What follows belongs to an exercise in optimizing a design on an open flow for small area, a short achievable clock period and few clock cycles per item; a production flow would make more cautious choices. Function was not checked in any run shown here: the RTL went through the layout flow alone.

### design/flow/design.v
module sha256_engine (
    input  wire         clk,
    input  wire         rst,
    input  wire         in_valid,
    output wire         in_ready,
    input  wire         in_first,
    input  wire [511:0] in_block,
    output reg          out_valid,
    output wire [255:0] out_digest
);
    localparam [31:0] IV0 = 32'h6a09e667, IV1 = 32'hbb67ae85,
                      IV2 = 32'h3c6ef372, IV3 = 32'ha54ff53a,
                      IV4 = 32'h510e527f, IV5 = 32'h9b05688c,
                      IV6 = 32'h1f83d9ab, IV7 = 32'h5be0cd19;
    reg         busy;        
    reg         prep;        
    reg         pend;        
    reg         nf;          
    reg         cur_first;   
    reg  [5:0]  t;           
    reg  [31:0] r [1:16];    
    reg  [31:0] a, b, c, d, e, f, g, h;
    reg  [31:0] ha, hb, hc, hd, he, hf, hg, hh;    
    reg  [31:0] pa, pe;      
    reg         pr;          
    reg         is62;        
    reg         is63;        
    wire idle = ~busy & ~prep;
    assign in_ready   = idle | is62;
    assign out_digest = {ha, hb, hc, hd, he, hf, hg, hh};
    function [31:0] rotr;
        input [31:0] x;
        input integer n;
        rotr = (x >> n) | (x << (32 - n));
    endfunction
    wire [5:0] tk = idle ? 6'd0 : t + 6'd2;
    reg [31:0] k_n;
    reg [31:0] kreg;
    always @(*) begin
        case (tk)
            6'd0:  k_n = 32'h428a2f98; 6'd1:  k_n = 32'h71374491;
            6'd2:  k_n = 32'hb5c0fbcf; 6'd3:  k_n = 32'he9b5dba5;
            6'd4:  k_n = 32'h3956c25b; 6'd5:  k_n = 32'h59f111f1;
            6'd6:  k_n = 32'h923f82a4; 6'd7:  k_n = 32'hab1c5ed5;
            6'd8:  k_n = 32'hd807aa98; 6'd9:  k_n = 32'h12835b01;
            6'd10: k_n = 32'h243185be; 6'd11: k_n = 32'h550c7dc3;
            6'd12: k_n = 32'h72be5d74; 6'd13: k_n = 32'h80deb1fe;
            6'd14: k_n = 32'h9bdc06a7; 6'd15: k_n = 32'hc19bf174;
            6'd16: k_n = 32'he49b69c1; 6'd17: k_n = 32'hefbe4786;
            6'd18: k_n = 32'h0fc19dc6; 6'd19: k_n = 32'h240ca1cc;
            6'd20: k_n = 32'h2de92c6f; 6'd21: k_n = 32'h4a7484aa;
            6'd22: k_n = 32'h5cb0a9dc; 6'd23: k_n = 32'h76f988da;
            6'd24: k_n = 32'h983e5152; 6'd25: k_n = 32'ha831c66d;
            6'd26: k_n = 32'hb00327c8; 6'd27: k_n = 32'hbf597fc7;
            6'd28: k_n = 32'hc6e00bf3; 6'd29: k_n = 32'hd5a79147;
            6'd30: k_n = 32'h06ca6351; 6'd31: k_n = 32'h14292967;
            6'd32: k_n = 32'h27b70a85; 6'd33: k_n = 32'h2e1b2138;
            6'd34: k_n = 32'h4d2c6dfc; 6'd35: k_n = 32'h53380d13;
            6'd36: k_n = 32'h650a7354; 6'd37: k_n = 32'h766a0abb;
            6'd38: k_n = 32'h81c2c92e; 6'd39: k_n = 32'h92722c85;
            6'd40: k_n = 32'ha2bfe8a1; 6'd41: k_n = 32'ha81a664b;
            6'd42: k_n = 32'hc24b8b70; 6'd43: k_n = 32'hc76c51a3;
            6'd44: k_n = 32'hd192e819; 6'd45: k_n = 32'hd6990624;
            6'd46: k_n = 32'hf40e3585; 6'd47: k_n = 32'h106aa070;
            6'd48: k_n = 32'h19a4c116; 6'd49: k_n = 32'h1e376c08;
            6'd50: k_n = 32'h2748774c; 6'd51: k_n = 32'h34b0bcb5;
            6'd52: k_n = 32'h391c0cb3; 6'd53: k_n = 32'h4ed8aa4a;
            6'd54: k_n = 32'h5b9cca4f; 6'd55: k_n = 32'h682e6ff3;
            6'd56: k_n = 32'h748f82ee; 6'd57: k_n = 32'h78a5636f;
            6'd58: k_n = 32'h84c87814; 6'd59: k_n = 32'h8cc70208;
            6'd60: k_n = 32'h90befffa; 6'd61: k_n = 32'ha4506ceb;
            6'd62: k_n = 32'hbef9a3f7; default: k_n = 32'hc67178f2;
        endcase
    end
    wire [31:0] s0_w  = rotr(r[2], 7) ^ rotr(r[2], 18) ^ (r[2] >> 3);
    wire [31:0] s1_w  = rotr(r[15], 17) ^ rotr(r[15], 19) ^ (r[15] >> 10);
    wire [31:0] w_new = r[1] + s0_w + r[10] + s1_w;
    reg  [31:0] iv_a, iv_e;
    always @(*) begin
        case (t[1:0])
            2'd1:    begin iv_a = IV3; iv_e = IV7; end
            2'd2:    begin iv_a = IV2; iv_e = IV6; end
            default: begin iv_a = IV1; iv_e = IV5; end
        endcase
    end
    wire [31:0] sum_a = (cur_first ? iv_a : hd) + a;
    wire [31:0] sum_e = (cur_first ? iv_e : hh) + e;
    wire [31:0] h0    = busy ? hg : hh;                   
    wire [31:0] d0    = busy ? hc : hd;                   
    wire [31:0] hn    = ~pr ? g : (nf ? IV7 : h0);
    wire [31:0] dn    = ~pr ? c : (nf ? IV3 : d0);
    wire [31:0] xa    = is62 ? (cur_first ? IV0 : ha) : 32'd0;
    wire [31:0] xe    = is62 ? (cur_first ? IV4 : he) : 32'd0;
    wire [31:0] q_s   = hn ^ kreg ^ r[1];
    wire [31:0] q_c   = ((hn & kreg) | (hn & r[1]) | (kreg & r[1])) << 1;
    wire [31:0] qa_s  = q_s ^ q_c ^ xa;
    wire [31:0] qa_c  = ((q_s & q_c) | (q_s & xa) | (q_c & xa)) << 1;
    wire [31:0] qe_s  = q_s ^ q_c ^ dn;
    wire [31:0] qe_c  = ((q_s & q_c) | (q_s & dn) | (q_c & dn)) << 1;
    wire [31:0] qf_s  = qe_s ^ qe_c ^ xe;
    wire [31:0] qf_c  = ((qe_s & qe_c) | (qe_s & xe) | (qe_c & xe)) << 1;
    wire [31:0] pa_n  = qa_s + qa_c;
    wire [31:0] pe_n  = qf_s + qf_c;
    function [31:0] ksadd;
        input [31:0] x, y;
        reg [31:0] gg, pp, g2, p2;
        integer l, j;
        begin
            gg = x & y;
            pp = x ^ y;
            for (l = 1; l < 32; l = l * 2) begin
                g2 = gg; p2 = pp;
                for (j = l; j < 32; j = j + 1) begin
                    g2[j] = gg[j] | (pp[j] & gg[j-l]);
                    p2[j] = pp[j] & pp[j-l];
                end
                gg = g2; pp = p2;
            end
            ksadd = (x ^ y) ^ {gg[30:0], 1'b0};
        end
    endfunction
    wire [31:0] bs1 = rotr(e, 6) ^ rotr(e, 11) ^ rotr(e, 25);
    wire [31:0] ch  = (e & f) ^ (~e & g);
    wire [31:0] bs0 = rotr(a, 2) ^ rotr(a, 13) ^ rotr(a, 22);
    wire [31:0] maj = (a & b) | (a & c) | (b & c);
    wire [31:0] s1 = pa ^ ch ^ maj;
    wire [31:0] c1 = ((pa & ch) | (pa & maj) | (ch & maj)) << 1;
    wire [31:0] s2 = bs0 ^ bs1 ^ s1;
    wire [31:0] c2 = ((bs0 & bs1) | (bs0 & s1) | (bs1 & s1)) << 1;
    wire [31:0] s3 = c1 ^ s2 ^ c2;
    wire [31:0] c3 = ((c1 & s2) | (c1 & c2) | (s2 & c2)) << 1;
    wire [31:0] a_new = ksadd(s3, c3);
    wire [31:0] s4 = pe ^ ch ^ bs1;
    wire [31:0] c4 = ((pe & ch) | (pe & bs1) | (ch & bs1)) << 1;
    wire [31:0] e_new = ksadd(s4, c4);
    wire hrot   = busy & (t[5:2] == 4'hf) & (t[1:0] != 2'd0);   
    wire run    = busy & ~(is63 & pend & nf);   
    wire set_iv = nf & (prep | (is63 & pend));
    integer i;
    always @(posedge clk) begin
        if (rst) begin
            busy      <= 1'b0;
            prep      <= 1'b0;
            pend      <= 1'b0;
            out_valid <= 1'b0;
            t         <= 6'd63;
            pr        <= 1'b0;
            is62      <= 1'b0;
            is63      <= 1'b0;
        end else begin
            out_valid <= is63;
            pr        <= (idle & in_valid) | is62;
            is62      <= busy & (t == 6'd61) & ~is63;
            is63      <= is62;
            if (idle) begin
                t <= 6'd63;
                if (in_valid) begin
                    prep <= 1'b1;
                    nf   <= in_first;
                end
            end
            if (prep) begin
                prep      <= 1'b0;
                busy      <= 1'b1;
                cur_first <= nf;
                t         <= 6'd0;
            end
            if (busy) begin
                t <= t + 6'd1;
                if (is62 & in_valid) begin
                    pend <= 1'b1;
                    nf   <= in_first;
                end
                if (is63) begin
                    if (pend) begin
                        pend      <= 1'b0;
                        cur_first <= nf;
                    end else begin
                        busy <= 1'b0;
                        t    <= 6'd63;
                    end
                end
            end
        end
        for (i = 1; i < 16; i = i + 1)
            r[i] <= in_ready ? in_block[511-32*(i-1) -: 32] : r[i+1];
        r[16] <= in_ready ? in_block[31:0] : w_new;
        pa <= pa_n;
        kreg <= k_n;
        pe <= pe_n;
        if (run) begin
            a <= a_new;
            e <= e_new;
            if (is63) begin
                b <= sum_a; c <= hb; d <= hc;
                f <= sum_e; g <= hf; h <= hg;
            end else begin
                b <= a; c <= b; d <= c;
                f <= e; g <= f; h <= g;
            end
        end else if (set_iv) begin
            a <= IV0; b <= IV1; c <= IV2; d <= IV3;
            e <= IV4; f <= IV5; g <= IV6; h <= IV7;
        end
        if (hrot) begin
            hb <= sum_a; hc <= hb; hd <= hc;
            hf <= sum_e; hg <= hf; hh <= hg;
        end
        if (is63) begin
            ha <= a_new;
            he <= e_new;
        end
    end
endmodule
### design/flow/run.sh
#!/bin/bash
# synth_recipe.tcl (not shown) runs the flow's synth.tcl, then flattens the netlist and writes it again
# the make line also repeats each setting of config.mk as NAME=value (left out here)
make -C /OpenROAD-flow-scripts/flow DESIGN_CONFIG=/design/flow/config.mk WORK_HOME=/design/flow/orfs CLKGATE_MAP_FILE= SYNTH_SCRIPT=/design/flow/synth_recipe.tcl finish
### design/flow/config.mk
export PLATFORM = sky130hd
export DESIGN_NAME = sha256_engine
export DESIGN_NICKNAME = sha256_engine
export VERILOG_FILES = /design/flow/design.v
export SDC_FILE = /design/flow/constraint.sdc
export NUM_CORES = 4
export LEC_CHECK = 0
export CAP_MARGIN = 20
export CORE_MARGIN = 2
export CORE_UTILIZATION = 40
export SLEW_MARGIN = 20
### design/flow/constraint.sdc
create_clock -name core_clock -period 10.0 [get_ports {clk}]
set_input_delay 2.0000 -clock core_clock [delete_from_list [all_inputs] [get_ports {clk}]]
set_output_delay 2.0000 -clock core_clock [all_outputs]
set_load 0.01 [all_outputs]
==> results of run 1 <==
==> Yosys cell counts, types with 39 or more instances <==
library cell / count
sky130_fd_sc_hd__a21oi_1: 261
sky130_fd_sc_hd__nand2_1: 1739
sky130_fd_sc_hd__dfxtp_1: 621
sky130_fd_sc_hd__xor2_1: 144
sky130_fd_sc_hd__fa_1: 312
sky130_fd_sc_hd__nand2b_1: 60
sky130_fd_sc_hd__nor2_1: 260
sky130_fd_sc_hd__a211oi_1: 46
sky130_fd_sc_hd__a21o_1: 107
sky130_fd_sc_hd__o21ai_0: 300
sky130_fd_sc_hd__edfxtp_1: 450
sky130_fd_sc_hd__and2_1: 43
sky130_fd_sc_hd__mux2i_1: 196
sky130_fd_sc_hd__nor3_1: 60
sky130_fd_sc_hd__inv_1: 568
sky130_fd_sc_hd__o21a_1: 46
sky130_fd_sc_hd__xnor2_1: 308
sky130_fd_sc_hd__nor2b_1: 39
sky130_fd_sc_hd__ha_1: 238
sky130_fd_sc_hd__nand3_1: 53
sky130_fd_sc_hd__clkbuf_1: 302
==> worst min-delay path, cell delays in order (launching register included) <==
cell and delay, ns:
sky130_fd_sc_hd__dfxtp_1 0.30, sky130_fd_sc_hd__nand2_1 0.04, sky130_fd_sc_hd__nand2_1 0.04
==> routing by layer <==
layer / global-route usage [%] / part of all wire (%) / vias up
li1: - / - / 23160
met1: 42.08 / 41 / 25120
met2: 50.16 / 46 / 2459
met3: 5.984 / 8.7 / 461
met4: 13.54 / 4.5 / 16
met5: 0 / 0.045 / -
==> kinds of logic after synthesis <==
group,share of synthesized area [%]
mux,3.381
compound gates,10.98
buf+inv,5.578
xor+xnor,6.490
fa+ha+maj,15.44
flops,42.29
simple gates,15.84
==> per-stage QoR <==
stage / cells / hold WS (ns) / util (%)
2_1_floorplan: 6645 / 0.3918 / -
3_3_place_gp: 9165 / 0.3950 / 46.63
3_5_place_dp: 9165 / 0.3975 / 46.63
4_1_cts: 9389 / 0.3995 / 49.35
5_1_grt: 9401 / 0.4118 / 49.37
6_report: 9407 / 0.4010 / 49.38
==> cell type report <==
type / count / area share (%)
Clock buffer: 156 / 4.339
Sequential cell: 1071 / 34.56
Inverter: 571 / 2.864
Antenna cell: 18 / 0.05998
Multi-Input combinational cell: 4663 / 42.68
Tap cell: 2030 / 3.382
Clock inverter: 68 / 1.173
Timing Repair Buffer: 830 / 10.94
==> worst max-delay path by stage <==
stage          slack [ns]  start      to
2_1_floorplan        0.28   t[1]   hb[0]
3_3_place_gp         3.73   e[5]   a[31]
3_5_place_dp         3.65     nf  pe[30]
4_1_cts              3.62     nf  pe[30]
5_1_grt              3.25     pr  pe[31]
6_report             3.52   e[5]   a[29]
==> run summary, run 1 <==
Route:
- The average detailed-routed wire length per instance is 27.12 µm.
- The detail route stage leaves a number of antenna-violating nets equal to 0.
- The via count is 51220.
- The first routing iteration left 5590 violations.
- After detailed routing, the total wire length is 255200 µm.
- After detailed routing, the number of vias per cell comes to 5.444.
- The DRC violation count after routing is 0.
- The total iterations of the first detailed-routing run is 6.

Min path:
- The worst hold path terminates at r[15][20].
- The worst hold path belongs to the class flop to flop.
- The origin of the worst min-delay path is r[16][20].
- The cell depth of the worst hold path is 2.

Floorplan:
- In this run the count of I/O pins placed on the die edge is 774.
- For this configuration, the core starts out at a cell density of 40.34%.
- The number of placement rows is 143.
- The core region area is 152100 µm².
- The height of the chip is 395.6 µm.
- The area enclosed by the die boundary is 156500 µm².
- The die width is 395.6 µm.

STA:
- For this run, the top clock speed supported by timing is 154.3 MHz.
- At the pin with the least slew margin, the transition time is 1.249 ns.
- The headroom to the max-slew limit is 15.83%.
- The routed design could run at a clock period as short as 6.481 ns.
- The total count of hold-check failures in the final report came to 0.
- The post-route clock skew is 0.1031 ns.
- The final-report max-slew violation count is 0.
- The post-layout worst setup margin is 3.519 ns.
- The final total negative setup slack is 0 ns.
- The final period utilization is 64.81%.
- Setup violations remaining at the end of the flow were counted as 0.
- Setup repair after global routing left no endpoint under its margin.

Worst setup path:
- The startpoint identified for the worst register-to-register timing path is e[5].
- Among cell families on the critical path, the largest total delay comes from compound AO/OA/AOI/OAI gates.
- For this run, the slowest stage of the critical path takes 0.80 ns.
- The category of the most critical setup path is flop to flop.
- The signal arrival time at the worst endpoint is 6.91 ns.
- The worst register-to-register path ends at a[29].
- The worst setup path is captured at a flop.
- The number of cells on the worst reg-to-reg path is 16.
- The top fanout value on the critical path is 6.
- Among all stages on the critical path, the largest delay is contributed by sky130_fd_sc_hd__a311oi_1.
- Counting both buffers and inverters, the worst setup path holds a total of 3.
- Traced cell by cell, the critical path runs through mux2i_1 > inv_1 > fa_1 > inv_1 > fa_1 > fa_1 > inv_1 > ha_1 > a2111oi_0 > nor4_1 > o2111ai_1 > nand3_1 > a311oi_1 > o21ai_0 > xor2_1 > nand2b_1.
- The required time at the worst-slack endpoint is 10.43 ns.
- Setup slack on the worst reg-to-reg path comes out at 3.52 ns.
- The worst setup path is launched from a flop.
- The critical path runs through a total of 16 cells.

Yosys:
- The fraction of the yosys area taken by sequential cells is 42.29%.
- The average cell area after synthesis is 9.233 µm².
- After synthesis the cells add up to 61350 µm².
- When the netlist entered floorplanning its net count stood at 7711.
- In the synthesized netlist, the number of instances is 6645.
- The synthesized design devotes to its leading area cell type 22.03% of total area.
- The primary flip-flop cell chosen by synthesis mapping is sky130_fd_sc_hd__dfxtp_1.
- The total of flip-flops plus latches after synthesis is 1071.
- The async set or reset register ratio after synthesis is 0%.
- By area the synthesized netlist is led by sky130_fd_sc_hd__edfxtp_1 (22%), sky130_fd_sc_hd__dfxtp_1 (20%), sky130_fd_sc_hd__nand2_1 (11%).
- The synthesized design contains 450 enable-type register cells.
- The unique cell type count in the Yosys netlist is 78.
- The Yosys step of the flow raised 2 warnings.
- The cell accounting for the most synthesized area is sky130_fd_sc_hd__edfxtp_1.

GRT:
- The global router's overall resource usage is 31.59%.
- The number of global-route vias before repair is 48770.
- The maximum number of pins on one net before global-route repair is 186.
- The overall overflow remaining after global route is 0.
- The initial antenna violation count is 38.
- The first global-routing pass estimated 354900 µm of wire.

Finish:
- The net count of the finished layout is 8321.
- The footprint of the multi-input gates is 32050 µm².
- The post-layout instance area is 75090 µm².
- More flip-flops sit in one register than any other, and that register is r.
- Relative to the synthesized area, the layout overhead comes to 22.40%.
- The top cell types in the final layout, fill and taps aside, are sky130_fd_sc_hd__nand2_1 (1735), sky130_fd_sc_hd__clkdlybuf4s50_1 (773), sky130_fd_sc_hd__dfxtp_1 (619).
- The most frequent standard cell in the layout excluding fill and tap cells is sky130_fd_sc_hd__nand2_1.
- The sequential cell area is 25950 µm².
- The filler cell count in the final layout is 14370.
- The fraction of layout instances using a drive strength above 1 is 4.213%.
- The flip-flop count of the largest register after layout is 512.

Run:
- Across the run, the number of max-cap violations was 0.

Place:
- The half-perimeter wire length of the detailed placement result is 203200 µm.
- The number of input and output port buffers inserted is 773.
- The worst setup slack after placement is 3.648 ns.
- At the end of routability-driven placement, the weighted congestion stood at 0.9930.
- The post-placement cell area is 70910 µm².

Clocking:
- The clock passes through at most 3 buffers.
- The quantity of hold-fixing buffers added after cts is 0.
- After clock tree synthesis, the clock-pin slew on the worst setup and hold paths is 0.07 ns.
- TritonCTS built the clock tree.
- The clock tree synthesis step divided the H-tree into 3 levels.
- Clock tree synthesis inserted a total of 118 buffers.
- In this run, post-CTS repair resized a total of 0 instances.
- The sink count of the clock tree is 1071.
- The later pin in the worst-skew pair is clocked with a latency of 0.81 ns.
- The cell sitting at the root of the clock tree is a sky130_fd_sc_hd__clkbuf_16.
- After clock tree synthesis, the setup repair step added 0 buffers.

Run status:
- The flow ran to the end and the layout has no timing, DRC or antenna violations.
==> run 2, diff against run 1 <==
--- a/design/flow/config.mk
+++ b/design/flow/config.mk
@@ -8,4 +8,5 @@
 export CAP_MARGIN = 20
 export CORE_MARGIN = 2
-export CORE_UTILIZATION = 40
+export CORE_UTILIZATION = 60
+export SETUP_SLACK_MARGIN = 5
 export SLEW_MARGIN = 20
==> run 2 against run 1 <==
Against the previous run: via count increased by 5.4%; largest cell class unchanged; global-route usage increased by 12 points; sequential share of layout area decreased by 0.67 points; worst setup slack improved by 1.2 ns; register-to-register slack improved by 1.2 ns; still clean on timing, DRC and antenna.
==> run summary, run 2 <==
Run status:
- The flow ran to the end and the layout has no timing, DRC or antenna violations.

Route:
- The DRC violation count after routing is 0 (unchanged).
- The met2 wire length came to 100700 µm (-14%).
- The average vias per placed instance came to 6.069 (+11%).
- The amount of wire on met3 after detailed routing came to 36040 µm (+63%).
- The routed length on met1 came to 90100 µm (-13%).
- The via count came to 53970 (+5.4%).
- The total iterations of the first detailed-routing run was 6 (unchanged).
- The initial DRC count came to 7760 (+39%).
- The highest layer used for signal routing is met5.
- The count of nets left with antenna violations after detail routing is 0 (unchanged).
- The average detailed-routed wire length per instance is 26.92 µm (-0.76%).
- The total routed wirelength is 239400 µm (-6.2%).

GRT:
- The overall overflow remaining after global route came to 0 (unchanged).
- The number of global-route vias before repair is 49880 (+2.3%).
- The initial antenna violation count was 45 (+18%).
- The maximum number of pins on one net before global-route repair is 228 (+23%).
- The wire length of the first global-routing pass came to 329600 µm (-7.1%).
- The global router's overall resource usage is 43.38% (+12 points).

Yosys:
- The total of flip-flops plus latches after synthesis is 1071 (unchanged).
- sky130_fd_sc_hd__edfxtp_1 takes more of the synthesized area than any other cell.
- The number of nets produced by synthesis came to 7711 (unchanged).
- The fraction of the yosys area taken by sequential cells is 42.29% (unchanged).
- The async set or reset register ratio after synthesis is 0% (unchanged).
- The number of flops mapped to enable cells by yosys is 450 (unchanged).
- The average cell area after synthesis is 9.233 µm² (unchanged).
- The unique cell type count in the Yosys netlist is 78 (unchanged).
- The post-synthesis instance area is 61350 µm² (unchanged).
- After synthesis, the cell types taking the most area are sky130_fd_sc_hd__edfxtp_1 (22%), sky130_fd_sc_hd__dfxtp_1 (20%), sky130_fd_sc_hd__nand2_1 (11%).
- For this run, the leading register cell type out of synthesis is sky130_fd_sc_hd__dfxtp_1.
- In the synthesized netlist, the cells that appear most often are sky130_fd_sc_hd__nand2_1 (1739), sky130_fd_sc_hd__dfxtp_1 (621), sky130_fd_sc_hd__inv_1 (568), sky130_fd_sc_hd__edfxtp_1 (450), sky130_fd_sc_hd__fa_1 (312).
- The warning count from the yosys run is 2 (unchanged).
- The gate count of the mapped netlist is 6645 (unchanged).
- The most numerous cell in the Yosys netlist is sky130_fd_sc_hd__nand2_1.
- The area share of the leading cell type in the synthesized netlist was 22.03% (unchanged).

Finish:
- The area growth from synthesis to layout is 24.88%.
- In the layout the commonest cells are sky130_fd_sc_hd__nand2_1 (1733), sky130_fd_sc_hd__clkdlybuf4s50_1 (772), sky130_fd_sc_hd__dfxtp_1 (610).
- The filler cell count in the final layout is 7096 (-51%).
- The net count of the finished layout is 8465 (+1.7%).
- Counting flops per register, the top entry is r.
- The final cell utilization of the core is 75.41% (+26 points).
- The fraction of layout instances using a drive strength above 1 was 8.445% (+4.2 points).
- The most frequent standard cell in the layout excluding fill and tap cells is sky130_fd_sc_hd__nand2_1.
- The flip-flop count of the largest register after layout is 512 (unchanged).

STA:
- The headroom to the max-slew limit is 9.531% (-6.3 points).
- The worst-margin pin slew came to 1.343 ns (+0.09352 ns).
- The total count of hold-check failures in the final report is 0 (unchanged).
- Setup repair after global routing could not meet its margin everywhere.
- The final-report max-slew violation count was 0 (unchanged).
- The post-route clock skew is 0.05449 ns (-0.04861 ns).
- The minimum clock period after layout came to 5.288 ns (-1.194 ns).
- The final total negative setup slack was 0 ns (unchanged).
- The final setup violation count is 0 (unchanged).
- The final period utilization is 52.88% (-12 points).
- The highest achievable clock rate is 189.1 MHz (+23%).
- The final hold slack is 0.3941 ns (-0.006931 ns).

Worst setup path:
- The top fanout value on the critical path is 20 (+14).
- The minimum setup slack among reg-to-reg paths is 4.71 ns (+1.19 ns).
- The endpoint identified for the worst register-to-register timing path is kreg[0].
- The start point of the critical path is busy.
- The startpoint of the worst-slack reg-to-reg timing path is busy.
- The type of destination of the critical path is a flop.
- The required time at the worst-slack endpoint is 10.52 ns (+0.09 ns).
- The worst setup path endpoint is kreg[0].
- The signal arrival time at the worst endpoint came to 5.81 ns (-1.10 ns).
- By startpoint and endpoint, the worst setup path is classified as flop to flop.
- The number of cells on the worst reg-to-reg path was 15 (-1).
- The sort of element at the start of the critical path is a flop.

Clocking:
- The cell sitting at the root of the clock tree is a sky130_fd_sc_hd__clkbuf_16.
- The quantity of hold-fixing buffers added after cts was 0 (unchanged).
- The clock latency at the later pin of the worst-skew pair came to 0.75 ns (-0.06 ns).
- The total number of H-tree levels came to 3 (unchanged).
- TritonCTS built the clock tree.
- The number of buffers inserted during clock tree synthesis is 111 (-5.9%).
- The clock transition at the register clock pins on the worst setup and hold paths after CTS came to 0.06 ns (about the same).
- The number of buffers on the longest clock path is 3 (unchanged).
- The sink count of the clock tree was 1071 (unchanged).

Place:
- The number of input and output port buffers inserted was 773 (unchanged).
- The half-perimeter wire length of the detailed placement result is 178300 µm (-12%).
- The final weighted congestion in routability-driven placement is 1.047 (+5.4%).

Min path:
- The class of the tightest hold or removal check is flop to flop.

Floorplan:
- The height of the chip came to 323.8 µm (-18%).
- The number of placement rows came to 117 (-18%).
- The area enclosed by the die boundary came to 104800 µm² (-33%).
- The die width was 323.8 µm (-18%).
- The I/O pin count is 774 (unchanged).
- The initial core utilization is 60.39% (+20 points).
- The core region area came to 101600 µm² (-33%).

Run:
- The number of maximum-capacitance constraint violations is 0 (unchanged).
[run 2: changes by cell type in the layout (fill, tap and decap cells not counted), sizes merged, moves of 3 or more]
cell      delta
buf        +146
bufinv       -8
clkbuf       -6
clkinv       +3
clkinvlp     +4
diode       +11
inv          -3
[run 2: kinds of logic after synthesis]
kind of cell    Yosys count  share of synthesized area [%]
xor+xnor                453                          6.490
flops                  1071                          42.29
compound gates         1061                          10.98
mux                     206                          3.381
simple gates           2368                          15.84
buf+inv                 911                          5.578
fa+ha+maj               575                          15.44
[run 2: critical path, stage by stage (launching register included)]
cell                        delay [ns]
sky130_fd_sc_hd__dfxtp_4          0.35
sky130_fd_sc_hd__buf_12           0.15
sky130_fd_sc_hd__buf_4            0.18
sky130_fd_sc_hd__buf_16           0.18
sky130_fd_sc_hd__buf_16           0.19
sky130_fd_sc_hd__or2_2            0.44
sky130_fd_sc_hd__nand2_1          0.11
sky130_fd_sc_hd__buf_4            0.28
sky130_fd_sc_hd__clkinv_1         0.55
sky130_fd_sc_hd__ha_1             0.43
sky130_fd_sc_hd__buf_4            0.22
sky130_fd_sc_hd__nor2_1           0.31
sky130_fd_sc_hd__o21ai_0          0.25
sky130_fd_sc_hd__o2111ai_1        0.16
sky130_fd_sc_hd__o21ai_0          0.12
sky130_fd_sc_hd__o21ai_0          1.06
[run 2: timing repair]
action,4_1_cts,5_1_grt
setup endpoints to repair,126,70
gates cloned,2,3
pin swaps,22,44
hold endpoints to repair,0,0
setup buffers,56,90
gates resized for setup,142,140
[run 2: layer usage]
layer	vias to the layer above	track usage [%]
li1	23450	-
met1	25980	59.44
met2	3812	61.44
met3	698	16.17
met4	26	18.71
met5	-	0
[run 2: how the worst min path moves through the flow]
stage	startpoint	end	cells past startpoint
floorplan	r[11][0]	r[10][0]	2
global placement	r[5][19]	r[4][19]	2
detailed placement	r[16][19]	r[15][19]	2
CTS	r[11][6]	r[10][6]	2
global route	r[5][6]	r[4][6]	2
finish	r[11][6]	r[10][6]	2
[run 2: per-stage QoR]
stage / cells / worst slack [ns] / cell area [µm²]
global placement: 8503 / 4.142 / 70090
detailed placement: 8503 / 4.025 / 70090
finish: 8893 / 4.712 / 76610
floorplan: 6645 / 4.996 / 61440
CTS: 8771 / 4.936 / 75030
global route: 8892 / 4.779 / 76610
[run 2: cell type report]
| class | count | area [µm²] | area share (%) |
|---|---|---|---|
| well taps | 1368 | 1712 | 2.234 |
| repair buffers | 980 | 9632 | 12.57 |
| diodes | 29 | 72.57 | 0.09472 |
| multi-input cells | 4663 | 33280 | 43.44 |
| inverters | 571 | 2170 | 2.832 |
| clock inverters | 63 | 681.9 | 0.8901 |
| repair inverters | 1 | 8.758 | 0.01143 |
| flip-flops and latches | 1071 | 25970 | 33.89 |
| clock buffers | 147 | 3093 | 4.037 |

-- static timing again, ports no longer ideal --
How much do the figures lean on ideal ports? The routed layouts below were timed once more, with nothing changed but the port constraints. Step 1 assumes that a clkbuf_16 drives the clock port and a buf_2 every other input. Step 2 adds t to the input delays and takes it off the output delays; t is the mean of the earliest and latest rising clock arrival at the registers after step 1. Input paths then give back, and output paths get back, about the clock's delay inside the block. Slacks: ideal / step 1 / step 2; pairs: ideal / step 1.
| run | t, ns | setup WS [ns] | pins driven straight from the clock port |
|---|---|---|---|
| run 1 | 0.839 | 3.519 / 3.519 / 3.519 | 1 |
| run 2 | 0.804 | 4.712 / 4.712 / 4.712 | 1 |
After both steps every run listed still meets setup and hold.
